What follows belongs to an exercise in optimizing a design on an open flow for small area and a short achievable clock period; a production flow would make more cautious choices. Function was checked by simulation only, so behaviour that the tests miss may differ from the original.

File: design/flow/design.v
module d72_burst_check (
    input  wire         clk,
    input  wire         rst,
    input  wire         beat_valid,
    input  wire [31:0]  beat_dq,
    input  wire [7:0]   beat_cb,
    input  wire [1:0]   exp_channel,
    input  wire [29:0]  exp_burst,
    input  wire [15:0]  exp_epoch,
    output reg          res_valid,
    output reg  [1:0]   res_status,
    output reg  [7:0]   res_corrected,
    output wire [511:0] res_data
);
    reg        v;
    reg [31:0] dq;
    reg [7:0]  cb;
    always @(posedge clk) begin
        v  <= beat_valid & ~rst;
        dq <= beat_dq;
        cb <= beat_cb;
    end
    reg [3:0] cnt;
    always @(posedge clk)
        if (rst) cnt <= 4'd0;
        else if (v) cnt <= cnt + 4'd1;
    wire odd   = cnt[0];
    wire first = (cnt == 4'd0);
    wire c1    = (cnt == 4'd1);
    wire last  = (cnt == 4'd15);
    reg [47:0] E;
    wire e_load = v ? last : first;
    always @(posedge clk)
        if (e_load) E <= {exp_epoch, exp_channel, exp_burst};
    wire [7:0] fc;
    wire fc_x43 = E[1] ^ E[13];
    wire fc_x44 = E[0] ^ E[12];
    wire fc_x45 = E[3] ^ E[15];
    wire fc_x46 = E[5] ^ E[25];
    wire fc_x47 = E[28] ^ E[29];
    wire fc_x48 = fc_x43 ^ fc_x44;
    wire fc_x49 = E[2] ^ E[14];
    wire fc_x50 = E[4] ^ E[24];
    wire fc_x51 = E[7] ^ E[27];
    wire fc_x52 = E[11] ^ E[23];
    wire fc_x53 = E[30] ^ E[31];
    wire fc_x54 = cb[1] ^ fc_x46;
    wire fc_x55 = fc_x45 ^ fc_x48;
    wire fc_x56 = fc_x47 ^ fc_x53;
    wire fc_x57 = fc_x49 ^ fc_x55;
    wire fc_x58 = E[6] ^ E[26];
    wire fc_x59 = E[9] ^ E[21];
    wire fc_x60 = E[10] ^ E[22];
    wire fc_x61 = E[17] ^ E[19];
    wire fc_x62 = E[20] ^ cb[5];
    wire fc_x63 = cnt[3] ^ fc_x52;
    wire fc_x64 = cb[0] ^ fc_x50;
    wire fc_x65 = cb[3] ^ fc_x57;
    wire fc_x66 = cb[6] ^ fc_x56;
    wire fc_x67 = fc_x51 ^ fc_x54;
    assign fc[0] = E[18] ^ E[19] ^ cnt[2] ^ fc_x47 ^ fc_x48 ^ fc_x54 ^ fc_x60 ^ fc_x63 ^ fc_x64;
    assign fc[1] = cb[2] ^ fc_x56 ^ fc_x57 ^ fc_x58 ^ fc_x64 ^ fc_x67;
    assign fc[2] = E[29] ^ E[31] ^ cnt[1] ^ fc_x43 ^ fc_x45 ^ fc_x59 ^ fc_x61 ^ fc_x63 ^ fc_x67;
    assign fc[3] = E[8] ^ fc_x52 ^ fc_x59 ^ fc_x60 ^ fc_x62 ^ fc_x65;
    assign fc[4] = cb[4] ^ cb[5] ^ fc_x46 ^ fc_x50 ^ fc_x51 ^ fc_x58 ^ fc_x65;
    assign fc[5] = E[12] ^ E[13] ^ E[14] ^ E[15] ^ E[16] ^ E[18] ^ E[21] ^ E[22] ^ E[23] ^ E[24] ^ E[25] ^ E[26] ^ E[27] ^ fc_x61 ^ fc_x62;
    assign fc[6] = fc_x66;
    assign fc[7] = cb[7] ^ fc_x66;
    wire [7:0] hlo, hhi;
    wire [15:0] hh;
    wire hh_x32 = dq[30] ^ dq[31];
    wire hh_x33 = dq[13] ^ dq[14];
    wire hh_x34 = dq[23] ^ hh_x32;
    wire hh_x35 = dq[24] ^ dq[26];
    wire hh_x36 = dq[7] ^ dq[8];
    wire hh_x37 = dq[15] ^ hh_x33;
    wire hh_x38 = dq[0] ^ hh_x37;
    wire hh_x39 = dq[6] ^ dq[10];
    wire hh_x40 = dq[12] ^ dq[17];
    wire hh_x41 = dq[25] ^ dq[27];
    wire hh_x42 = dq[1] ^ dq[2];
    wire hh_x43 = dq[9] ^ hh_x36;
    wire hh_x44 = dq[21] ^ dq[22];
    wire hh_x45 = dq[28] ^ dq[29];
    wire hh_x46 = hh_x34 ^ hh_x35;
    wire hh_x47 = dq[3] ^ dq[5];
    wire hh_x48 = dq[4] ^ hh_x39;
    wire hh_x49 = dq[11] ^ dq[16];
    wire hh_x50 = dq[18] ^ dq[19];
    wire hh_x51 = hh_x38 ^ hh_x43;
    wire hh_x52 = hh_x40 ^ hh_x49;
    wire hh_x53 = hh_x41 ^ hh_x46;
    wire hh_x54 = dq[20] ^ hh_x44;
    wire hh_x55 = dq[2] ^ dq[6];
    wire hh_x56 = dq[3] ^ dq[24];
    wire hh_x57 = dq[10] ^ dq[29];
    wire hh_x58 = dq[11] ^ hh_x39;
    wire hh_x59 = dq[16] ^ dq[17];
    wire hh_x60 = dq[19] ^ hh_x47;
    wire hh_x61 = dq[23] ^ hh_x38;
    wire hh_x62 = dq[27] ^ hh_x44;
    wire hh_x63 = dq[28] ^ hh_x53;
    wire hh_x64 = hh_x32 ^ hh_x35;
    wire hh_x65 = hh_x32 ^ hh_x52;
    wire hh_x66 = hh_x34 ^ hh_x42;
    wire hh_x67 = hh_x36 ^ hh_x55;
    wire hh_x68 = hh_x42 ^ hh_x48;
    wire hh_x69 = hh_x45 ^ hh_x53;
    wire hh_x70 = hh_x51 ^ hh_x58;
    wire hh_x71 = hh_x54 ^ hh_x69;
    assign hh[0] = hh_x33 ^ hh_x46 ^ hh_x47 ^ hh_x52 ^ hh_x62 ^ hh_x67;
    assign hh[1] = dq[18] ^ hh_x51 ^ hh_x59 ^ hh_x63;
    assign hh[2] = dq[0] ^ dq[1] ^ dq[8] ^ dq[14] ^ dq[20] ^ dq[22] ^ dq[27] ^ dq[31] ^ hh_x40 ^ hh_x48 ^ hh_x56;
    assign hh[3] = dq[18] ^ dq[25] ^ hh_x43 ^ hh_x52 ^ hh_x56 ^ hh_x57 ^ hh_x66;
    assign hh[4] = dq[11] ^ dq[12] ^ hh_x60 ^ hh_x63 ^ hh_x68;
    assign hh[5] = dq[10] ^ hh_x37 ^ hh_x50 ^ hh_x65;
    assign hh[6] = hh_x71;
    assign hh[7] = hh_x71;
    assign hh[8] = dq[5] ^ dq[7] ^ dq[9] ^ hh_x33 ^ hh_x45 ^ hh_x48 ^ hh_x50;
    assign hh[9] = dq[20] ^ dq[25] ^ hh_x50 ^ hh_x64 ^ hh_x70;
    assign hh[10] = dq[7] ^ dq[14] ^ hh_x41 ^ hh_x57 ^ hh_x60 ^ hh_x64;
    assign hh[11] = dq[21] ^ dq[30] ^ hh_x35 ^ hh_x40 ^ hh_x61 ^ hh_x67;
    assign hh[12] = hh_x34 ^ hh_x45 ^ hh_x62 ^ hh_x70;
    assign hh[13] = dq[26] ^ hh_x41 ^ hh_x42 ^ hh_x45 ^ hh_x59 ^ hh_x61;
    assign hh[14] = dq[0] ^ hh_x50 ^ hh_x54 ^ hh_x66;
    assign hh[15] = hh_x47 ^ hh_x51 ^ hh_x65 ^ hh_x68;
    assign hlo = hh[7:0];
    assign hhi = hh[15:8];
    reg [7:0] synp;
    always @(posedge clk)
        if (v & ~odd) synp <= hlo ^ fc;
    wire [7:0] syn = synp ^ hhi;
    localparam [511:0] DCOLS = 512'hd6de3531342e260e785058424743a8a0babfbb889297939a9f9b858184e8e0fafffbc8d2d7d3dadfdbc5c1c4302a2f2b2227233d393c0a0f0b1511141d191c06;
    localparam [63:0] CCOLS = 64'h80c0381018020703;
    wire [63:0] flip;
    wire [7:0]  ecb;
    genvar gi;
    generate
        for (gi = 0; gi < 64; gi = gi + 1) begin : g_dec
            localparam [7:0] COL = DCOLS[8*gi +: 8];
            assign flip[gi] = odd & (syn == COL);
        end
        for (gi = 0; gi < 8; gi = gi + 1) begin : g_decc
            localparam [7:0] CCOL = CCOLS[8*gi +: 8];
            assign ecb[gi] = odd & (syn == CCOL);
        end
    endgenerate
    wire cw_corr = |flip | |ecb;
    wire cw_unc  = (syn != 8'd0) & ~cw_corr;
    reg  [31:0] st [0:15];
    wire [31:0] hi_fix = dq ^ flip[63:32];
    integer k;
    always @(posedge clk)
        if (v) begin
            st[0] <= hi_fix;
            st[1] <= st[0] ^ flip[31:0];
            for (k = 2; k < 16; k = k + 1) st[k] <= st[k-1];
        end
    generate
        for (gi = 0; gi < 16; gi = gi + 1) begin : g_out
            assign res_data[32*gi +: 32] = st[15-gi];
        end
    endgenerate
    reg  [15:0] S;
    wire [15:0] s_base = first ? 16'hFFFF : S;
    wire [15:0] s_next;
    wire [15:0] s_dl;
    assign s_dl[0] = flip[0] | flip[2] | flip[7] | flip[8] | flip[9] | flip[11] | flip[12] | flip[15] | flip[18] | flip[24] | flip[25] | flip[27];
    assign s_dl[1] = flip[0] | flip[1] | flip[3] | flip[9] | flip[10] | flip[12] | flip[13] | flip[19] | flip[25] | flip[26] | flip[28];
    assign s_dl[2] = flip[1] | flip[2] | flip[4] | flip[10] | flip[11] | flip[13] | flip[14] | flip[20] | flip[26] | flip[27] | flip[29];
    assign s_dl[3] = flip[2] | flip[3] | flip[5] | flip[11] | flip[12] | flip[14] | flip[15] | flip[21] | flip[27] | flip[28] | flip[30];
    assign s_dl[4] = flip[0] | flip[3] | flip[4] | flip[6] | flip[12] | flip[13] | flip[15] | flip[22] | flip[24] | flip[28] | flip[29] | flip[31];
    assign s_dl[5] = flip[1] | flip[2] | flip[4] | flip[5] | flip[8] | flip[9] | flip[11] | flip[12] | flip[13] | flip[14] | flip[15] | flip[16] | flip[18] | flip[23] | flip[27] | flip[29] | flip[30];
    assign s_dl[6] = flip[0] | flip[2] | flip[3] | flip[5] | flip[6] | flip[8] | flip[9] | flip[10] | flip[12] | flip[13] | flip[14] | flip[15] | flip[17] | flip[19] | flip[24] | flip[28] | flip[30] | flip[31];
    assign s_dl[7] = flip[0] | flip[1] | flip[3] | flip[4] | flip[6] | flip[7] | flip[9] | flip[10] | flip[11] | flip[13] | flip[14] | flip[15] | flip[16] | flip[18] | flip[20] | flip[25] | flip[29] | flip[31];
    assign s_dl[8] = flip[0] | flip[1] | flip[2] | flip[4] | flip[5] | flip[7] | flip[10] | flip[11] | flip[12] | flip[14] | flip[15] | flip[16] | flip[17] | flip[19] | flip[21] | flip[26] | flip[30];
    assign s_dl[9] = flip[0] | flip[1] | flip[2] | flip[3] | flip[5] | flip[6] | flip[11] | flip[12] | flip[13] | flip[15] | flip[17] | flip[18] | flip[20] | flip[22] | flip[24] | flip[27] | flip[31];
    assign s_dl[10] = flip[0] | flip[1] | flip[2] | flip[3] | flip[4] | flip[6] | flip[7] | flip[12] | flip[13] | flip[14] | flip[16] | flip[18] | flip[19] | flip[21] | flip[23] | flip[25] | flip[28];
    assign s_dl[11] = flip[1] | flip[2] | flip[3] | flip[4] | flip[5] | flip[7] | flip[8] | flip[13] | flip[14] | flip[15] | flip[17] | flip[19] | flip[20] | flip[22] | flip[24] | flip[26] | flip[29];
    assign s_dl[12] = flip[3] | flip[4] | flip[5] | flip[6] | flip[7] | flip[8] | flip[11] | flip[12] | flip[14] | flip[20] | flip[21] | flip[23] | flip[30];
    assign s_dl[13] = flip[4] | flip[5] | flip[6] | flip[7] | flip[8] | flip[9] | flip[12] | flip[13] | flip[15] | flip[21] | flip[22] | flip[24] | flip[31];
    assign s_dl[14] = flip[0] | flip[5] | flip[6] | flip[7] | flip[9] | flip[10] | flip[13] | flip[14] | flip[16] | flip[22] | flip[23] | flip[25];
    assign s_dl[15] = flip[1] | flip[6] | flip[7] | flip[8] | flip[10] | flip[11] | flip[14] | flip[15] | flip[17] | flip[23] | flip[24] | flip[26];
    function [15:0] crc32;
        input [15:0] c;
        input [31:0] d;
        integer n, b;
        reg [15:0] x;
        begin
            x = c;
            for (n = 0; n < 4; n = n + 1) begin
                x = x ^ {d[8*n +: 8], 8'd0};
                for (b = 0; b < 8; b = b + 1)
                    x = x[15] ? ((x << 1) ^ 16'h1021) : (x << 1);
            end
            crc32 = x;
        end
    endfunction
    wire [15:0] s_lin = crc32(s_base, hi_fix);
    assign s_next = s_lin ^ s_dl;
    always @(posedge clk) if (v) S <= s_next;
    reg  [15:0] V;
    wire [15:0] v_base = first ? 16'h0000 : V;
    wire [15:0] v_next;
    wire [7:0]  cbe = odd ? 8'h00 : cb;
    assign v_next[0] = v_base[12] ^ cbe[4] ^ ecb[0];
    assign v_next[1] = v_base[13] ^ cbe[0] ^ cbe[5] ^ ecb[1];
    assign v_next[2] = v_base[14] ^ cbe[1] ^ cbe[6] ^ ecb[2];
    assign v_next[3] = v_base[15] ^ cbe[2] ^ cbe[7] ^ ecb[3];
    assign v_next[4] = v_base[0] ^ cbe[3] ^ ecb[4];
    assign v_next[5] = v_base[1] ^ v_base[12] ^ ecb[5];
    assign v_next[6] = v_base[2] ^ v_base[13] ^ ecb[6];
    assign v_next[7] = v_base[3] ^ v_base[14] ^ ecb[7];
    assign v_next[8] = v_base[4] ^ v_base[15] ^ cbe[0];
    assign v_next[9] = v_base[5] ^ cbe[1];
    assign v_next[10] = v_base[6] ^ cbe[2];
    assign v_next[11] = v_base[7] ^ cbe[3];
    assign v_next[12] = v_base[8] ^ v_base[12] ^ cbe[0];
    assign v_next[13] = v_base[9] ^ v_base[13] ^ cbe[1];
    assign v_next[14] = v_base[10] ^ v_base[14] ^ cbe[2];
    assign v_next[15] = v_base[11] ^ v_base[15] ^ cbe[3];
    always @(posedge clk) if (v) V <= v_next;
    reg  [15:0] R;
    wire [15:0] r_base = first ? 16'h0000 : R;
    wire [15:0] r_next;
    wire        t_lo = odd & ~(cnt[3] & cnt[2]);
    wire        t_hi = odd & cnt[3] & cnt[2];
    wire [7:0]  tlo = t_lo ? cb : 8'h00;
    wire [7:0]  thi = t_hi ? cb : 8'h00;
    wire r_next_x32 = thi[3] ^ thi[7];
    wire r_next_x33 = r_base[3] ^ thi[0];
    wire r_next_x34 = thi[2] ^ thi[6];
    wire r_next_x35 = r_base[0] ^ thi[7];
    wire r_next_x36 = r_base[1] ^ thi[0];
    wire r_next_x37 = r_base[2] ^ thi[1];
    wire r_next_x38 = thi[4] ^ r_next_x37;
    wire r_next_x39 = thi[5] ^ r_next_x33;
    assign r_next[0] = r_base[4] ^ thi[1] ^ thi[6] ^ r_next_x32;
    assign r_next[1] = r_base[5] ^ thi[0] ^ thi[2] ^ thi[4] ^ r_next_x35;
    assign r_next[2] = r_base[6] ^ thi[1] ^ thi[3] ^ thi[5] ^ r_next_x36;
    assign r_next[3] = r_base[7] ^ r_next_x34 ^ r_next_x38;
    assign r_next[4] = r_base[8] ^ thi[2] ^ r_next_x32 ^ r_next_x39;
    assign r_next[5] = r_base[9] ^ thi[4] ^ thi[7];
    assign r_next[6] = r_base[10] ^ thi[5];
    assign r_next[7] = r_base[11] ^ thi[6];
    assign r_next[8] = r_base[12] ^ tlo[0] ^ r_next_x35;
    assign r_next[9] = r_base[1] ^ r_base[13] ^ tlo[1];
    assign r_next[10] = r_base[2] ^ r_base[14] ^ tlo[2] ^ thi[0];
    assign r_next[11] = r_base[15] ^ tlo[3] ^ thi[1] ^ r_next_x33;
    assign r_next[12] = r_base[0] ^ tlo[4] ^ r_next_x32 ^ r_next_x34;
    assign r_next[13] = tlo[5] ^ thi[4] ^ r_next_x32 ^ r_next_x36;
    assign r_next[14] = tlo[6] ^ thi[5] ^ r_next_x38;
    assign r_next[15] = tlo[7] ^ r_next_x34 ^ r_next_x39;
    always @(posedge clk) if (v) R <= r_next;
    wire [15:0] chk;
    wire chk_x48 = s_next[0] ^ s_next[7];
    wire chk_x49 = s_next[1] ^ s_next[8];
    wire chk_x50 = s_next[2] ^ s_next[9];
    wire chk_x51 = s_next[3] ^ s_next[10];
    wire chk_x52 = s_next[4] ^ s_next[11];
    wire chk_x53 = s_next[5] ^ s_next[12];
    wire chk_x54 = s_next[6] ^ s_next[13];
    wire chk_x55 = s_next[14] ^ chk_x48;
    wire chk_x56 = s_next[0] ^ chk_x50;
    wire chk_x57 = s_next[10] ^ chk_x49;
    assign chk[0] = s_next[0] ^ s_next[1] ^ v_next[0] ^ r_next[0] ^ chk_x51;
    assign chk[1] = s_next[1] ^ s_next[2] ^ v_next[1] ^ r_next[1] ^ chk_x52;
    assign chk[2] = s_next[2] ^ s_next[3] ^ v_next[2] ^ r_next[2] ^ chk_x53;
    assign chk[3] = s_next[3] ^ s_next[4] ^ v_next[3] ^ r_next[3] ^ chk_x54;
    assign chk[4] = s_next[4] ^ s_next[5] ^ v_next[4] ^ r_next[4] ^ chk_x55;
    assign chk[5] = s_next[5] ^ s_next[6] ^ s_next[8] ^ s_next[15] ^ v_next[5] ^ r_next[5] ^ chk_x51;
    assign chk[6] = s_next[6] ^ s_next[9] ^ v_next[6] ^ r_next[6] ^ chk_x48 ^ chk_x52;
    assign chk[7] = s_next[7] ^ v_next[7] ^ r_next[7] ^ chk_x53 ^ chk_x57;
    assign chk[8] = s_next[8] ^ s_next[11] ^ v_next[8] ^ r_next[8] ^ chk_x50 ^ chk_x54;
    assign chk[9] = s_next[9] ^ s_next[12] ^ v_next[9] ^ r_next[9] ^ chk_x51 ^ chk_x55;
    assign chk[10] = s_next[13] ^ s_next[15] ^ v_next[10] ^ r_next[10] ^ chk_x52 ^ chk_x57;
    assign chk[11] = s_next[11] ^ s_next[14] ^ v_next[11] ^ r_next[11] ^ chk_x53 ^ chk_x56;
    assign chk[12] = s_next[12] ^ s_next[15] ^ v_next[12] ^ r_next[12] ^ chk_x54;
    assign chk[13] = s_next[13] ^ v_next[13] ^ r_next[13] ^ chk_x55;
    assign chk[14] = s_next[14] ^ s_next[15] ^ v_next[14] ^ r_next[14] ^ chk_x49;
    assign chk[15] = s_next[15] ^ v_next[15] ^ r_next[15] ^ chk_x56;
    wire crc_ok = (chk == 16'h0000);
    reg unc, mm;
    reg [7:0] ebyte;
    always @* begin
        case (cnt[3:1])
            3'd0: ebyte = E[7:0];
            3'd1: ebyte = E[15:8];
            3'd2: ebyte = E[23:16];
            3'd3: ebyte = E[31:24];
            3'd4: ebyte = E[39:32];
            3'd5: ebyte = E[47:40];
            default: ebyte = 8'h00;
        endcase
    end
    wire unc_all = (unc & ~c1) | cw_unc;
    always @(posedge clk)
        if (v & odd) begin
            unc <= unc_all;
            res_corrected <= {cw_corr, res_corrected[7:1]};
            if (~(cnt[3] & cnt[2])) mm <= (mm & ~c1) | (cb != ebyte);
        end
    always @(posedge clk) begin
        res_valid <= v & last & ~rst;
        if (unc_all)      res_status <= 2'd1;
        else if (!crc_ok) res_status <= 2'd2;
        else if (mm)      res_status <= 2'd3;
        else              res_status <= 2'd0;
    end
endmodule
File: design/flow/flow/run.sh
#!/bin/bash
# The standard layout, except:
#  - synthesis maps the logic with an area-oriented ABC script (flow/area.abc,
#    ABC9 mapper &nf in area mode)
#    instead of ORFS's speed script; registers are mapped as in the standard
#    synthesis (same dfflibmap step, same names);
#  - port buffers are plain buf_1 cells;
#  - the resizer aims for 30.6 ns of setup slack (SETUP_SLACK_MARGIN) so that it
#    shortens the few slow flop-to-output paths; the SDC is unchanged.
set -euo pipefail
W=$(pwd)
export BUFFER_PORTS_ARGS="-buffer_cell sky130_fd_sc_hd__buf_1"
export SETUP_SLACK_MARGIN=30.6
# synthesis script: synth_recipe.tcl with ORFS's synth.tcl calling ABC with our script
sed "s#log_cmd abc {\*}\$abc_args#log_cmd abc -script $W/flow/area.abc {*}[lrange \$abc_args 2 end]#" \
    "$FLOW_HOME/scripts/synth.tcl" > "$W/synth_core.tcl"
grep -q "flow/area.abc" "$W/synth_core.tcl"
sed "s#source \$::env(SCRIPTS_DIR)/synth.tcl#source $W/synth_core.tcl#" synth_recipe.tcl > "$W/own_synth.tcl"
grep -q "synth_core.tcl" "$W/own_synth.tcl"
bash standard.sh "SYNTH_SCRIPT=$W/own_synth.tcl" synth > synth.log 2>&1
bash standard.sh "SYNTH_SCRIPT=$W/own_synth.tcl" > standard.log 2>&1
File: design/flow/flow/area.abc
&get -n
&st
&syn2
&dch
&nf -a -R 1000
&put
File: design/flow/standard.sh
#!/bin/bash
# synth_recipe.tcl (not shown) runs the flow's synth.tcl, then flattens the netlist and writes it again
# the make line also repeats each setting of config.mk as NAME=value (left out here)
make -C /OpenROAD-flow-scripts/flow DESIGN_CONFIG=/design/flow/config.mk WORK_HOME=/design/flow/orfs CLKGATE_MAP_FILE= SYNTH_SCRIPT=/design/flow/synth_recipe.tcl "${@:-finish}"
File: design/flow/config.mk
export PLATFORM = sky130hd
export DESIGN_NAME = d72_burst_check
export DESIGN_NICKNAME = d72_burst_check
export VERILOG_FILES = /design/flow/design.v
export SDC_FILE = /design/flow/constraint.sdc
export NUM_CORES = 4
export LEC_CHECK = 0
export CAP_MARGIN = 0
export CORE_MARGIN = 2
export CORE_UTILIZATION = 45
export CTS_CLUSTER_DIAMETER = 100
export CTS_CLUSTER_SIZE = 20
export SLEW_MARGIN = 0
File: design/flow/constraint.sdc
create_clock -name core_clock -period 40.0 [get_ports {clk}]
set_input_delay 8.0000 -clock core_clock [delete_from_list [all_inputs] [get_ports {clk}]]
set_output_delay 8.0000 -clock core_clock [all_outputs]
set_load 0.01 [all_outputs]
==> impl_metrics.yaml, run 1 <==
timing:
  period_share_pct: 23.45
  min_period_ns: 9.380
  whs_ns: 0.4505
  report.final.slew_viol_count: 0
  slew_headroom_pct: 18.32
  hold_violations: 0
  worstMarginPinSlew_ns: 1.225
  finClkSkew_ns: 0.02321
  fmax_ghz: 0.1066
  setup_tns_ns: 0
  rsz0062_at_grt: "yes"
  setup_viol: 0
die:
  core_sq_um: 57920
  num_rows: 88
  start_util_pct: 45.64
  dieArea_sq_um: 60700
  ios: 614
  die-height_um: 246.4
  die_x_um: 246.4
synth:
  syn-num-nets: 1702
  synth_top_cell_area_share_pct: 71.11
  yosysUniqueCellTypes: 40
  synth_area_leaders: "edfxtp_1, xnor2_1, xor2_1, dfxtp_1, nand2_1"
  netlist_instances: 1608
  seq_area_frac_synth_pct: 74.74
  syn-cell-area_sq_um: 26440
  synth_seq_cells: 674
  ys_warn_count: 2
  synth_top_area_cell: "edfxtp_1"
  avgSynthCellArea_sq_um: 16.44
drt:
  drtIter0Drc: 1044
  drt-pass1-iter-count: 5
  via_count: 16080
  drc_errors: 0
  ant_nets: 0
  routed_via_density: 5.241
  drt-total-wl_um: 85670
  drt-wirelength-per-cell_um: 27.93
cells_and_area:
  drive_gt1_share_pct: 3.475
  finalNonFillerCells: 3067
  fin_nets: 2383
  area_growth_pct: 17.49
  diodes: 0
worst_setup_path:
  critPathMaxFanout: 2
  slowest_stage: "edfxtp_1"
  path_delay_family: "flip-flops"
  critPathRequiredTime_ns: 32.00
  crit_buf_inv: 1
  critPathMaxStageDelay_ns: 0.58
  startpoint_type: "flip-flop"
  path_class: "flip-flop to output port"
  cp_data_arrival_time_ns: 1.38
  end_kind: "output port"
  path_cells: "buf_1"
placement:
  place.detailed.hpwl_um: 67960
  gp_congestion: 0.9540
  dp_cells: 3004
  port-buffer-count: 613
clocking:
  clk_latency_ns: 0.59
  htree_levels: 2
  clkTransAtPathRegs_ns: 0.08
  numCtsBuffers: 40
  ctsLongestPathBuffers: 3
  ctsHoldBuffers: 0
  cts_tree: "done"
  clockRootBuffer: "clkbuf_16"
  clock-sinks: 674
grt:
  grt_use_total_pct: 27.52
  grt_max_degree: 96
  antenna_found_initial: 2
  grt_pass1_vias: 15740
  overflow: 0
  grt_pass1_wl_um: 117300
hold_path:
  min_path_type: "flip-flop to flip-flop"
status:
  status: "timing/DRC/antenna clean"
run:
  max_cap_viol_count: 0
[cell usage after synthesis]
| cell | count |
|---|---|
| a31oi_1 | 1 |
| a21oi_1 | 19 |
| clkinv_1 | 13 |
| xor3_1 | 2 |
| nand2_1 | 139 |
| o221ai_1 | 1 |
| and3_1 | 6 |
| xor2_1 | 126 |
| a31o_1 | 1 |
| nand3_1 | 20 |
| and2_0 | 5 |
| o2111ai_1 | 1 |
| nor4_1 | 16 |
| xnor2_1 | 382 |
| nor2b_1 | 6 |
| nor3_1 | 14 |
| nand3b_1 | 1 |
| nor2_1 | 90 |
| nor4b_1 | 1 |
| xnor3_1 | 5 |
| nor3b_1 | 1 |
| o21bai_1 | 2 |
| o22ai_1 | 8 |
| o21ai_0 | 16 |
| a21o_1 | 2 |
| or3_1 | 2 |
| nand2b_1 | 1 |
| nand4b_1 | 2 |
| ha_1 | 3 |
| nand4_1 | 17 |
| a222oi_1 | 1 |
| mux2_1 | 6 |
| a22oi_1 | 3 |
| a211oi_1 | 1 |
| mux2i_1 | 13 |
| dfxtp_1 | 48 |
| edfxtp_1 | 626 |
| or4_1 | 3 |
| a221oi_1 | 2 |
| or2_0 | 2 |
[stage by stage]
| stage | utilization, % | worst slack (ns) | instance area [sq um] |
|---|---|---|---|
| final | 53.63 | 30.62 | 31060 |
| after global routing | 53.63 | 30.52 | 31060 |
| after detailed placement | 51.57 | 31.07 | 29870 |
| after global placement | 51.57 | 31.06 | 29870 |
| after CTS | 53.63 | 30.59 | 31060 |
| after floorplan | - | 30.93 | 26440 |
[path summary, 6_finish.rpt]
path	start	endpoint	slack [ns]	depth (start not counted)
min reg2reg	st[5][6]	st[6][6]	0.45	0
max reg2reg	dq[10]	res_status[1]	31.59	26
max	st[13][24]	res_data[88]	30.62	1
min	st[5][6]	st[6][6]	0.45	0
[registers in the layout, summed over array words and instances (netlist names), 2 cells and up]
| signal | count |
|---|---|
| V | 16 |
| cnt | 4 |
| S | 16 |
| dq | 32 |
| synp | 8 |
| E | 48 |
| res_corrected | 8 |
| cb | 8 |
| R | 16 |
| st | 512 |
| res_status | 2 |
[cell type report]
cell class | instances | area [sq um]
clock inverter | 6 | 72.57
inverter | 13 | 48.80
sequential | 674 | 19760
multi-input combinational | 921 | 6664
timing repair buffer | 639 | 2499
clock buffer | 49 | 1056
fill | 4975 | 26860
tap | 765 | 957.2
[cell usage in the layout (no fill, tap or decap), types with 3 or more instances in the layout]
cell type / n
nand3_1: 20
nor3_1: 14
o21ai_0: 15
nand2_1: 139
xnor2_1: 382
a21oi_1: 19
a22oi_1: 3
buf_4: 26
xnor3_1: 5
edfxtp_1: 626
nand4_1: 17
nor2_1: 90
nor4_1: 12
and3_1: 6
clkbuf_1: 8
and2_0: 4
buf_1: 611
clkbuf_16: 41
or4_1: 3
nor4_2: 4
nor2b_1: 6
clkinv_1: 14
mux2i_1: 13
xor2_1: 126
ha_1: 3
dfxtp_1: 47
o22ai_1: 8
mux2_1: 6
[what timing repair did]
action                     in CTS  in global routing
cloned                          0                  0
setup buffers                   8                  0
setup endpoints to repair      10                  2
resized for setup               1                  1
[per-layer routing]
layer  global-route usage [%]  up-vias  part of all wire [%]
met5                        0        -                     0
met4                    8.948        0                   3.2
met3                    6.155      115                   7.9
met2                    47.48      758                    50
met1                    34.39     8116                    39
li1                         -     7086                     -
[cells by family (layout without fill, tap and decap cells)]
| family | after synthesis | in the layout | synth area share (%) |
|---|---|---|---|
| XOR/XNOR | 515 | 515 | 17.44 |
| AND/OR/NAND/NOR | 326 | 326 | 5.438 |
| adder cells (fa/ha/maj) | 3 | 3 | 0.1420 |
| AO/OA/AOI/OAI | 58 | 58 | 1.306 |
| flip-flops | 674 | 674 | 74.74 |
| multiplexers | 19 | 19 | 0.7478 |
| buffers and inverters | 13 | 707 | 0.1846 |
==> run 2: changes to the inputs <==
==> design/flow/config.mk (replaced) <==
export PLATFORM = sky130hd
export DESIGN_NAME = d72_burst_check
export DESIGN_NICKNAME = d72_burst_check
export VERILOG_FILES = /design/flow/design.v
export SDC_FILE = /design/flow/constraint.sdc
export NUM_CORES = 4
export LEC_CHECK = 0
export CAP_MARGIN = 20
export CORE_MARGIN = 2
export CORE_UTILIZATION = 45
export CTS_CLUSTER_DIAMETER = 100
export CTS_CLUSTER_SIZE = 24
export SLEW_MARGIN = 20
==> impl_metrics.yaml, run 2 <==
synth:
  yosys-top-cells-count: "edfxtp_1, xnor2_1, nand2_1, xor2_1, nor2_1"
  synth_area_leaders: "edfxtp_1, xnor2_1, xor2_1, dfxtp_1, nand2_1"
  syn-cell-area_sq_um: 26440
  netlist_instances: 1608
  ys.flop_type: "edfxtp_1"
  seq_area_frac_synth_pct: 74.74
  synth_seq_cells: 674
  synth-edff-count: 626
  post-synth-top-count-cell: "edfxtp_1"
  synth_top_area_cell: "edfxtp_1"
  syn-num-nets: 1702
  yosysUniqueCellTypes: 40
  synth_top_cell_area_share_pct: 71.11
  synthArstFlopShare_pct: 0
  avgSynthCellArea_sq_um: 16.44
  ys_warn_count: 2
clocking:
  clkTransAtPathRegs_ns: 0.09
  clockRootBuffer: "clkbuf_16"
  numCtsBuffers: 36
  htree_levels: 2
  clk_latency_ns: 0.58
  ctsLongestPathBuffers: 3
  clock-sinks: 674
  cts_tree: "done"
hold_path:
  min_path_type: "flip-flop to flip-flop"
  min_from: "st[14][26]"
  hold_depth: 0
  min_to: "st[15][26]"
placement:
  postPlaceCellArea_sq_um: 29870
  pre_cts_ws_ns: 31.07
  port-buffer-count: 613
  place.detailed.hpwl_um: 68020
  gp_congestion: 0.9540
die:
  die_x_um: 246.4
  num_rows: 88
  die-height_um: 246.4
  core_sq_um: 57920
  ios: 614
  dieArea_sq_um: 60700
  start_util_pct: 45.64
grt:
  grt_use_total_pct: 27.41
  grt_pass1_wl_um: 116500
  overflow: 0
  grt_pass1_vias: 15560
  grt_max_degree: 96
  antenna_found_initial: 3
worst_setup_path:
  cp_data_arrival_time_ns: 1.40
  end_kind: "output port"
  crit_buf_inv: 1
  critPathMaxFanout: 2
  reg2reg_from: "dq[10]"
  r2r_end: "res_status[1]"
  reg2reg_depth: 26
  critPathMaxStageDelay_ns: 0.62
  slowest_stage: "edfxtp_1"
  path_cells: "buf_1"
  worst-r2r-setup-slack_ns: 31.70
  path_delay_family: "flip-flops"
  critPathRequiredTime_ns: 32.00
  path_class: "flip-flop to output port"
  startpoint_type: "flip-flop"
timing:
  fin_ws_ns: 30.60
  hold_violations: 0
  setup_tns_ns: 0
  min_period_ns: 9.403
  whs_ns: 0.4512
  period_share_pct: 23.51
  fmax_ghz: 0.1063
  setup_viol: 0
  slew_headroom_pct: 27.06
  rsz0062_at_grt: "yes"
  finClkSkew_ns: 0.01754
  report.final.slew_viol_count: 0
  worstMarginPinSlew_ns: 1.094
drt:
  via_count: 16140
  drc_errors: 0
  ant_nets: 0
  drt-total-wl_um: 85630
  drt-pass1-iter-count: 6
  drt-wirelength-per-cell_um: 27.98
  drtIter0Drc: 1216
  routed_via_density: 5.273
cells_and_area:
  final_cell_mix: "edfxtp_1, buf_1, xnor2_1"
  layout_commonest_cell: "edfxtp_1"
  largest_reg_flops: 512
  area_growth_pct: 17.13
  diodes: 0
  largest-register: "st"
  stdcell_area_sq_um: 30960
  drive_gt1_share_pct: 3.484
  fin_nets: 2379
  largestRegisters: "st: 512 flops, E: 48 flops, dq: 32 flops"
run:
  max_cap_viol_count: 0
status:
  status: "timing/DRC/antenna clean"
[run 2: cell counts after synthesis]
Identical to the previous run, type by type.
[run 2: kinds of logic (layout without fill, tap and decap cells)]
| logic type | after synthesis | in the layout | synth area share, % |
|---|---|---|---|
| compound gates | 58 | 58 | 1.306 |
| xor+xnor | 515 | 515 | 17.44 |
| fa+ha+maj | 3 | 3 | 0.1420 |
| buf+inv | 13 | 701 | 0.1846 |
| flops | 674 | 674 | 74.74 |
| mux | 19 | 19 | 0.7478 |
| simple gates | 326 | 326 | 5.438 |
[run 2: worst max path at each step]
| stage | end | cells after the start | start | slack [ns] |
|---|---|---|---|---|
| detailed placement | res_data[439] | 1 | st[2][23] | 31.07 |
| global route | res_data[8] | 1 | st[15][8] | 30.60 |
| CTS | res_data[392] | 1 | st[3][8] | 30.60 |
| finish | res_data[94] | 1 | st[13][30] | 30.60 |
| floorplan | E[0] | 1 | v | 30.93 |
| global placement | res_data[439] | 1 | st[2][23] | 31.06 |
[run 2: layer usage]
| layer | part of all wire, % | global-route usage [%] |
|---|---|---|
| met1 | 39 | 34.35 |
| met2 | 50 | 47.40 |
| met3 | 7.9 | 6.002 |
| met4 | 3.2 | 8.664 |
| met5 | 0 | 0 |
[run 2: final cells by class]
type                       instances  area, sq um
fill                            4945        26950
sequential                       674        19760
multi-input combinational        921         6664
timing repair buffer             639         2510
tap                              765        957.2
clock buffer                      39        912.1
clock inverter                    10        110.1
inverter                          13        48.80
[run 2: stage by stage]
step	util (%)	cells
finish	53.47	3061
global route	53.47	3061
global placement	51.57	3004
detailed placement	51.58	3004
floorplan	-	1608
CTS	53.45	3061
[run 2: repair_timing]
action / CTS / global route
hold buffers: 0 / 0
pin swaps: 0 / 0
buffers inserted: 8 / 0
resized for setup: 1 / 1
endpoints found under the setup margin: 9 / 2
==> run 3: changes to the inputs <==
--- a/design/flow/config.mk
+++ b/design/flow/config.mk
@@ -9,5 +9,5 @@
 export CORE_MARGIN = 2
 export CORE_UTILIZATION = 45
 export CTS_CLUSTER_DIAMETER = 100
-export CTS_CLUSTER_SIZE = 24
+export CTS_CLUSTER_SIZE = 20
 export SLEW_MARGIN = 20
==> impl_metrics.yaml, run 3 <==
worst_setup_path:
  critPathMaxStageDelay_ns: 0.60
  path_cells: "buf_1"
  startpoint: "st[13][29]"
  path_delay_family: "flip-flops"
  crit_end: "res_data[93]"
  reg2reg_depth: 26
  slowest_stage: "edfxtp_1"
  startpoint_type: "flip-flop"
  worst-r2r-setup-slack_ns: 31.65
  critPathRequiredTime_ns: 32.00
  end_kind: "output port"
  crit_buf_inv: 1
  r2r_end: "res_status[1]"
  reg2reg_from: "dq[10]"
  cp_data_arrival_time_ns: 1.41
  critPathMaxFanout: 2
  path_class: "flip-flop to output port"
  worst-path-stages: 1
grt:
  antenna_found_initial: 2
  grt_pass1_wl_um: 116900
  grt_pass1_vias: 15660
  use_met3_pct: 5.991
  grt_use_total_pct: 27.47
  grt_use_met2_pct: 47.41
  top_usage_layer: "met2"
  grt_use_met1_pct: 34.35
  grt_max_degree: 96
  overflow: 0
clocking:
  ctsLongestPathBuffers: 3
  clk_latency_ns: 0.60
  clock-sinks: 674
  clockRootBuffer: "clkbuf_16"
  htree_levels: 2
  clkTransAtPathRegs_ns: 0.08
  numCtsBuffers: 40
  cts_tree: "done"
synth:
  synth_top_cell_area_share_pct: 71.11
  yosys-top-cells-count: "edfxtp_1, xnor2_1, nand2_1, xor2_1, nor2_1"
  seq_area_frac_synth_pct: 74.74
  ys_warn_count: 2
  yosysUniqueCellTypes: 40
  synthArstFlopShare_pct: 0
  synth-edff-count: 626
  syn-cell-area_sq_um: 26440
  synth_top_area_cell: "edfxtp_1"
  synth_seq_cells: 674
  netlist_instances: 1608
  avgSynthCellArea_sq_um: 16.44
  ys.flop_type: "edfxtp_1"
  synth_area_leaders: "edfxtp_1, xnor2_1, xor2_1, dfxtp_1, nand2_1"
  post-synth-top-count-cell: "edfxtp_1"
  syn-num-nets: 1702
drt:
  routed_via_density: 5.233
  drt-total-wl_um: 85660
  drtIter0Drc: 1155
  drt-wirelength-per-cell_um: 27.94
  via_count: 16040
  drc_errors: 0
  ant_nets: 0
  drt-pass1-iter-count: 5
timing:
  fin_ws_ns: 30.59
  worstMarginPinSlew_ns: 1.091
  setup_tns_ns: 0
  period_share_pct: 23.52
  finClkSkew_ns: 0.02249
  hold_violations: 0
  rsz0062_at_grt: "yes"
  report.final.slew_viol_count: 0
  setup_viol: 0
  slew_headroom_pct: 27.29
  whs_ns: 0.4440
  fmax_ghz: 0.1063
  min_period_ns: 9.409
hold_path:
  min_path_type: "flip-flop to flip-flop"
  min_from: "st[2][17]"
die:
  ios: 614
  dieArea_sq_um: 60700
  core_sq_um: 57920
  num_rows: 88
  start_util_pct: 45.64
  die_x_um: 246.4
  die-height_um: 246.4
cells_and_area:
  drive_gt1_share_pct: 3.607
  final_core_util_pct: 53.70
  largest_reg_flops: 512
  fin_nets: 2384
  largest-register: "st"
  multi_input_area_sq_um: 6664
  area_growth_pct: 17.64
  ff_latch_area_sq_um: 19760
  final_cell_mix: "edfxtp_1, buf_1, xnor2_1"
  stdcell_area_sq_um: 31100
  largestRegisters: "st: 512 flops, E: 48 flops, dq: 32 flops"
  diodes: 0
  fillers: 4930
  finalNonFillerCells: 3066
  layout_commonest_cell: "edfxtp_1"
status:
  status: "timing/DRC/antenna clean"
placement:
  place.detailed.hpwl_um: 68020
  postPlaceCellArea_sq_um: 29870
  pre_cts_ws_ns: 31.07
  gp_congestion: 0.9540
  dp_cells: 3004
  port-buffer-count: 613
run:
  max_cap_viol_count: 0
==> run 3: area by class of cell <==
type                            count  share of cell area [%]
Tap cell                          765                   3.078
Clock inverter                      6                  0.2173
Timing Repair Buffer              640                   8.099
Multi-Input combinational cell    921                   21.43
Inverter                           13                  0.1569
Sequential cell                   674                   63.55
Clock buffer                       47                   3.472
==> run 3: what timing repair did <==
action,in CTS,in global routing
gates resized for setup,2,1
hold buffers,0,0
setup endpoints to repair,11,2
setup buffers,9,0
==> run 3: how the worst min path moves through the flow <==
stage	end	slack, ns	cells after the start
CTS	st[15][26]	0.45	0
detailed placement	st[5][22]	0.43	0
floorplan	res_status[0]	0.48	1
finish	st[3][17]	0.44	0
global placement	st[11][30]	0.43	0
global route	st[4][5]	0.46	0
==> run 3: kinds of logic after synthesis <==
family | after synthesis | share of synthesized area, %
simple gates | 326 | 5.438
compound gates | 58 | 1.306
mux | 19 | 0.7478
fa+ha+maj | 3 | 0.1420
buf+inv | 13 | 0.1846
xor+xnor | 515 | 17.44
flops | 674 | 74.74
==> run 3: routing by layer <==
| layer | routed length, um | vias to the layer above | share of wire [%] |
|---|---|---|---|
| met5 | 0 | - | 0 |
| met4 | 2822 | 0 | 3.3 |
| met3 | 6641 | 122 | 7.8 |
| met2 | 43270 | 724 | 51 |
| met1 | 32920 | 8098 | 38 |
| li1 | - | 7100 | - |
==> run 4: changes to the inputs <==
--- a/design/flow/config.mk
+++ b/design/flow/config.mk
@@ -8,6 +8,7 @@
 export CAP_MARGIN = 20
 export CORE_MARGIN = 2
 export CORE_UTILIZATION = 45
+export CTS_BUF_LIST = sky130_fd_sc_hd__clkbuf_8 sky130_fd_sc_hd__clkbuf_16
 export CTS_CLUSTER_DIAMETER = 100
 export CTS_CLUSTER_SIZE = 20
 export SLEW_MARGIN = 20
==> impl_metrics.yaml, run 4 <==
status:
  status: "timing/DRC/antenna clean"
timing:
  report.final.slew_viol_count: 0
  hold_violations: 0
  min_period_ns: 9.409
  fmax_ghz: 0.1063
  setup_viol: 0
  period_share_pct: 23.52
  slew_headroom_pct: 27.52
  setup_tns_ns: 0
  worstMarginPinSlew_ns: 1.087
  rsz0062_at_grt: "yes"
  finClkSkew_ns: 0.02248
placement:
  gp_congestion: 0.9540
  port-buffer-count: 613
  place.detailed.hpwl_um: 68020
  dp_cells: 3004
run:
  max_cap_viol_count: 0
hold_path:
  min_path_type: "flip-flop to flip-flop"
  hold_depth: 0
die:
  dieArea_sq_um: 60700
  die_x_um: 246.4
  ios: 614
  core_sq_um: 57920
  die-height_um: 246.4
  start_util_pct: 45.64
  num_rows: 88
grt:
  grt_pass1_wl_um: 116900
  grt_pass1_vias: 15660
  grt_use_met2_pct: 47.41
  overflow: 0
  grt_max_degree: 96
  use_met3_pct: 5.991
  antenna_found_initial: 2
  grt_use_met1_pct: 34.35
  grt_use_total_pct: 27.47
  top_usage_layer: "met2"
worst_setup_path:
  critPathMaxFanout: 2
  path_class: "flip-flop to output port"
  critPathMaxStageDelay_ns: 0.60
  slowest_stage: "edfxtp_1"
  startpoint_type: "flip-flop"
  worst-path-stages: 1
  reg2reg_depth: 26
  crit_buf_inv: 1
  cp_data_arrival_time_ns: 1.41
  path_cells: "buf_1"
  critPathRequiredTime_ns: 32.00
  path_delay_family: "flip-flops"
  end_kind: "output port"
cells_and_area:
  diodes: 0
  final_cell_mix: "edfxtp_1, buf_1, xnor2_1"
  area_growth_pct: 17.64
  fin_nets: 2384
  layout_commonest_cell: "edfxtp_1"
  largestRegisters: "st: 512 flops, E: 48 flops, dq: 32 flops"
  largest-register: "st"
  finalNonFillerCells: 3066
  drive_gt1_share_pct: 3.607
  largest_reg_flops: 512
drt:
  drtIter0Drc: 1148
  drt-pass1-iter-count: 5
  drt-total-wl_um: 85590
  drt-wirelength-per-cell_um: 27.91
  drc_errors: 0
  routed_via_density: 5.233
  ant_nets: 0
  via_count: 16050
synth:
  seq_area_frac_synth_pct: 74.74
  syn-num-nets: 1702
  yosys-top-cells-count: "edfxtp_1, xnor2_1, nand2_1, xor2_1, nor2_1"
  post-synth-top-count-cell: "edfxtp_1"
  yosysUniqueCellTypes: 40
  synth_area_leaders: "edfxtp_1, xnor2_1, xor2_1, dfxtp_1, nand2_1"
  netlist_instances: 1608
  ys_warn_count: 2
  synthArstFlopShare_pct: 0
  avgSynthCellArea_sq_um: 16.44
  ys.flop_type: "edfxtp_1"
  synth_top_cell_area_share_pct: 71.11
  synth_seq_cells: 674
  synth_top_area_cell: "edfxtp_1"
  synth-edff-count: 626
  syn-cell-area_sq_um: 26440
clocking:
  cts_tree: "done"
  htree_levels: 2
  clockRootBuffer: "clkbuf_16"
  ctsHoldBuffers: 0
  ctsLongestPathBuffers: 3
  clkTransAtPathRegs_ns: 0.08
  numCtsBuffers: 40
  clock-sinks: 674
  clk_latency_ns: 0.60
-- run 4: cell counts after synthesis --
Identical to the previous run, type by type.
-- run 4: cell families after synthesis --
logic type,after synthesis,share of synthesized area (%)
xor+xnor,515,17.44
flops,674,74.74
buf+inv,13,0.1846
mux,19,0.7478
fa+ha+maj,3,0.1420
simple gates,326,5.438
compound gates,58,1.306
-- run 4: area by class of cell --
class                   count  area [sq um]
clock buffers              43          1065
clock inverters            10         82.58
fillers                  4930         26820
inverters                  13         48.80
multi-input cells         921          6664
flip-flops and latches    674         19760
well taps                 765         957.2
repair buffers            640          2519
-- run 4: worst paths after layout --
path              start            end  slack, ns
max          st[13][29]   res_data[93]      30.59
min           st[2][17]      st[3][17]       0.44
max reg2reg      dq[10]  res_status[1]      31.67
min reg2reg   st[2][17]      st[3][17]       0.44
-- run 4: per-stage QoR --
| stage | instance area [sq um] | utilization, % | setup slack, ns | hold WS, ns |
|---|---|---|---|---|
| 2_1_floorplan | 26440 | - | 30.93 | 0.4765 |
| 3_3_place_gp | 29870 | 51.57 | 31.06 | 0.4287 |
| 3_5_place_dp | 29870 | 51.58 | 31.07 | 0.4302 |
| 4_1_cts | 31090 | 53.68 | 30.58 | 0.4505 |
| 5_1_grt | 31100 | 53.70 | 30.59 | 0.4560 |
| 6_report | 31100 | 53.70 | 30.59 | 0.4443 |
-- run 4: what timing repair did --
action / 4_1_cts / 5_1_grt
buffers inserted: 9 / 0
endpoints found under the setup margin: 11 / 2
gates resized for setup: 2 / 1
cloned: 0 / 0
-- run 4: routing by layer --
metal	wire (um)	vias to the layer above
met3	6576	121
met2	43250	719
met4	2814	0
li1	-	7098
met1	32950	8107
met5	0	-
==> run 5: changes to the inputs <==
--- a/design/flow/flow/run.sh
+++ b/design/flow/flow/run.sh
@@ -4,13 +4,10 @@
 #    ABC9 mapper &nf in area mode)
 #    instead of ORFS's speed script; registers are mapped as in the standard
 #    synthesis (same dfflibmap step, same names);
-#  - port buffers are plain buf_1 cells;
-#  - the resizer aims for 30.6 ns of setup slack (SETUP_SLACK_MARGIN) so that it
-#    shortens the few slow flop-to-output paths; the SDC is unchanged.
+#  - port buffers are plain buf_1 cells.
 set -euo pipefail
 W=$(pwd)
 export BUFFER_PORTS_ARGS="-buffer_cell sky130_fd_sc_hd__buf_1"
-export SETUP_SLACK_MARGIN=30.6
 # synthesis script: synth_recipe.tcl with ORFS's synth.tcl calling ABC with our script
 sed "s#log_cmd abc {\*}\$abc_args#log_cmd abc -script $W/flow/area.abc {*}[lrange \$abc_args 2 end]#" \
     "$FLOW_HOME/scripts/synth.tcl" > "$W/synth_core.tcl"
--- a/design/flow/config.mk
+++ b/design/flow/config.mk
@@ -8,7 +8,6 @@
 export CAP_MARGIN = 20
 export CORE_MARGIN = 2
 export CORE_UTILIZATION = 45
-export CTS_BUF_LIST = sky130_fd_sc_hd__clkbuf_8 sky130_fd_sc_hd__clkbuf_16
 export CTS_CLUSTER_DIAMETER = 100
 export CTS_CLUSTER_SIZE = 20
 export SLEW_MARGIN = 20
==> impl_metrics.yaml, run 5 <==
drt:
  drt-pass1-iter-count: 7
  drt-wirelength-per-cell_um: 27.91
  drc_errors: 0
  drt-total-wl_um: 85400
  via_count: 16080
  ant_nets: 0
  drtIter0Drc: 1307
  routed_via_density: 5.255
die:
  dieArea_sq_um: 60700
  num_rows: 88
  core_sq_um: 57920
  die_x_um: 246.4
  die-height_um: 246.4
  start_util_pct: 45.64
  ios: 614
timing:
  period_share_pct: 23.76
  worstMarginPinSlew_ns: 1.312
  slew_headroom_pct: 12.53
  fmax_ghz: 0.1052
  setup_tns_ns: 0
  rsz0062_at_grt: "no"
  hold_violations: 0
  finClkSkew_ns: 0.02009
  report.final.slew_viol_count: 0
  setup_viol: 0
  min_period_ns: 9.504
clocking:
  clkTransAtPathRegs_ns: 0.08
  numCtsBuffers: 40
  htree_levels: 2
  cts_tree: "done"
  clock-sinks: 674
  post_cts_resized: 0
  ctsLongestPathBuffers: 3
  clockRootBuffer: "clkbuf_16"
  ctsHoldBuffers: 0
  post_cts_buffers: 0
  clk_latency_ns: 0.60
grt:
  overflow: 0
  antenna_found_initial: 3
  grt_max_degree: 173
  grt_pass1_vias: 15630
  grt_use_total_pct: 27.45
  grt_pass1_wl_um: 116700
synth:
  avgSynthCellArea_sq_um: 16.44
  yosysUniqueCellTypes: 40
  synth_top_area_cell: "edfxtp_1"
  synth_top_cell_area_share_pct: 71.11
  synth-edff-count: 626
  ys_warn_count: 2
  post-synth-top-count-cell: "edfxtp_1"
  seq_area_frac_synth_pct: 74.74
  ys.flop_type: "edfxtp_1"
  synth_seq_cells: 674
  syn-num-nets: 1702
  netlist_instances: 1608
  syn-cell-area_sq_um: 26440
  synthArstFlopShare_pct: 0
  synth_area_leaders: "edfxtp_1, xnor2_1, xor2_1, dfxtp_1, nand2_1"
  yosys-top-cells-count: "edfxtp_1, xnor2_1, nand2_1, xor2_1, nor2_1"
worst_setup_path:
  critPathRequiredTime_ns: 32.00
  end_kind: "output port"
  crit_buf_inv: 1
  path_delay_family: "flip-flops"
  path_cells: "buf_1"
  path_class: "flip-flop to output port"
  startpoint_type: "flip-flop"
  critPathMaxFanout: 2
  slowest_stage: "edfxtp_1"
  reg2reg_depth: 25
  cp_data_arrival_time_ns: 1.50
  worst-path-stages: 1
  critPathMaxStageDelay_ns: 0.68
status:
  status: "timing/DRC/antenna clean"
run:
  max_cap_viol_count: 0
cells_and_area:
  fin_nets: 2374
  largestRegisters: "st: 512 flops, E: 48 flops, dq: 32 flops"
  final_cell_mix: "edfxtp_1, buf_1, xnor2_1"
  area_growth_pct: 17.46
  drive_gt1_share_pct: 3.050
  fillers: 4955
  diodes: 0
  largest-register: "st"
  layout_commonest_cell: "edfxtp_1"
  stdcell_area_sq_um: 31050
  largest_reg_flops: 512
placement:
  port-buffer-count: 613
  postPlaceCellArea_sq_um: 29870
  gp_congestion: 0.9705
  place.detailed.hpwl_um: 67960
hold_path:
  hold_depth: 0
  min_path_type: "flip-flop to flip-flop"
==> run 5: cell type report <==
class / count / area (sq um) / area share (%)
Sequential cell: 674 / 19760 / 63.65
Multi-Input combinational cell: 921 / 6664 / 21.46
Timing Repair Buffer: 630 / 2461 / 7.926
Clock buffer: 52 / 1089 / 3.506
Tap cell: 765 / 957.2 / 3.083
Clock inverter: 5 / 68.82 / 0.2216
Inverter: 13 / 48.80 / 0.1572
==> run 5: final timing paths <==
| check | from | endpoint | slack [ns] |
|---|---|---|---|
| setup / recovery | st[13][28] | res_data[92] | 30.50 |
| hold / removal | st[13][3] | st[14][3] | 0.45 |
| setup reg to reg | dq[24] | res_status[1] | 31.32 |
| hold reg to reg | st[13][3] | st[14][3] | 0.45 |
==> run 5: worst reg2reg max path: stages (launching register included) <==
cell and delay (ns):
dfxtp_1 0.53, xor2_1 0.62, xnor2_1 0.29, xnor2_1 0.21, xnor2_1 0.29, xor2_1 0.27, nand2_1 0.27, nor2_1 0.51
nand2_1 0.20, xnor2_1 0.53, xnor2_1 0.16, xnor2_1 0.28, xnor2_1 0.20, xnor2_1 0.42, xor2_1 0.29, xor2_1 0.43
xor2_1 0.41, xor2_1 0.54, xor2_1 0.54, xor3_1 0.46, xnor2_1 0.24, xor2_1 0.19, nand4_1 0.11, nor4_1 0.22
and3_1 0.28, a21oi_1 0.09
==> run 5: kinds of logic after synthesis <==
| kind of cell | share of synthesized area [%] |
|---|---|
| AOI/OAI and AO/OA | 1.306 |
| xor gates and xnor gates | 17.44 |
| adders and majority gates | 0.1420 |
| buffers and inverters | 0.1846 |
| DFF | 74.74 |
| muxes | 0.7478 |
| and+or+nand+nor | 5.438 |
==> run 5: stage by stage <==
stage | util, % | hold slack (ns) | cells | worst slack (ns)
after floorplan | - | 0.4765 | 1608 | 15.47
after global placement | 51.57 | 0.4252 | 3002 | 31.08
after detailed placement | 51.57 | 0.4302 | 3002 | 31.10
after CTS | 53.57 | 0.4490 | 3059 | 30.43
after global routing | 53.61 | 0.4546 | 3060 | 30.45
final | 53.61 | 0.4473 | 3060 | 30.50
==> run 5: layer usage <==
metal  global-route usage (%)  part of all wire [%]
met2                    46.82                    50
met3                    5.403                   7.8
met4                    9.957                   3.7
met5                        0                     0
met1                    34.86                    39

-- separate check: timing with driven ports --
In the flow no input, the clock included, has a driving cell. The finished layouts below were timed again as built, in two steps. Step 1 assumes that a clkbuf_16 drives the clock port and a buf_2 every other input. Step 2 adds t to the input delays and takes it off the output delays; t is the mean of the earliest and latest rising clock arrival at the registers after step 1. Input paths then give back, and output paths get back, about the clock's delay inside the block. a / b / c = ideal ports / drivers / drivers and shift; a / b = the first two.
| run | t (ns) | setup WS [ns] | worst setup path at the end | worst slew at a driven data input, ns |
|---|---|---|---|---|
| run 1 | 0.641 | 30.620 / 30.558 / 31.199 | register to output | 0.05 |
| run 2 | 0.635 | 30.597 / 30.538 / 31.173 | register to output | 0.05 |
| run 3 | 0.651 | 30.591 / 30.529 / 31.179 | register to output | 0.05 |
| run 4 | 0.650 | 30.591 / 30.529 / 31.179 | register to output | 0.05 |
| run 5 | 0.648 | 30.496 / 30.436 / 31.084 | register to output | 0.04 |
After both steps every run listed still meets setup and hold.
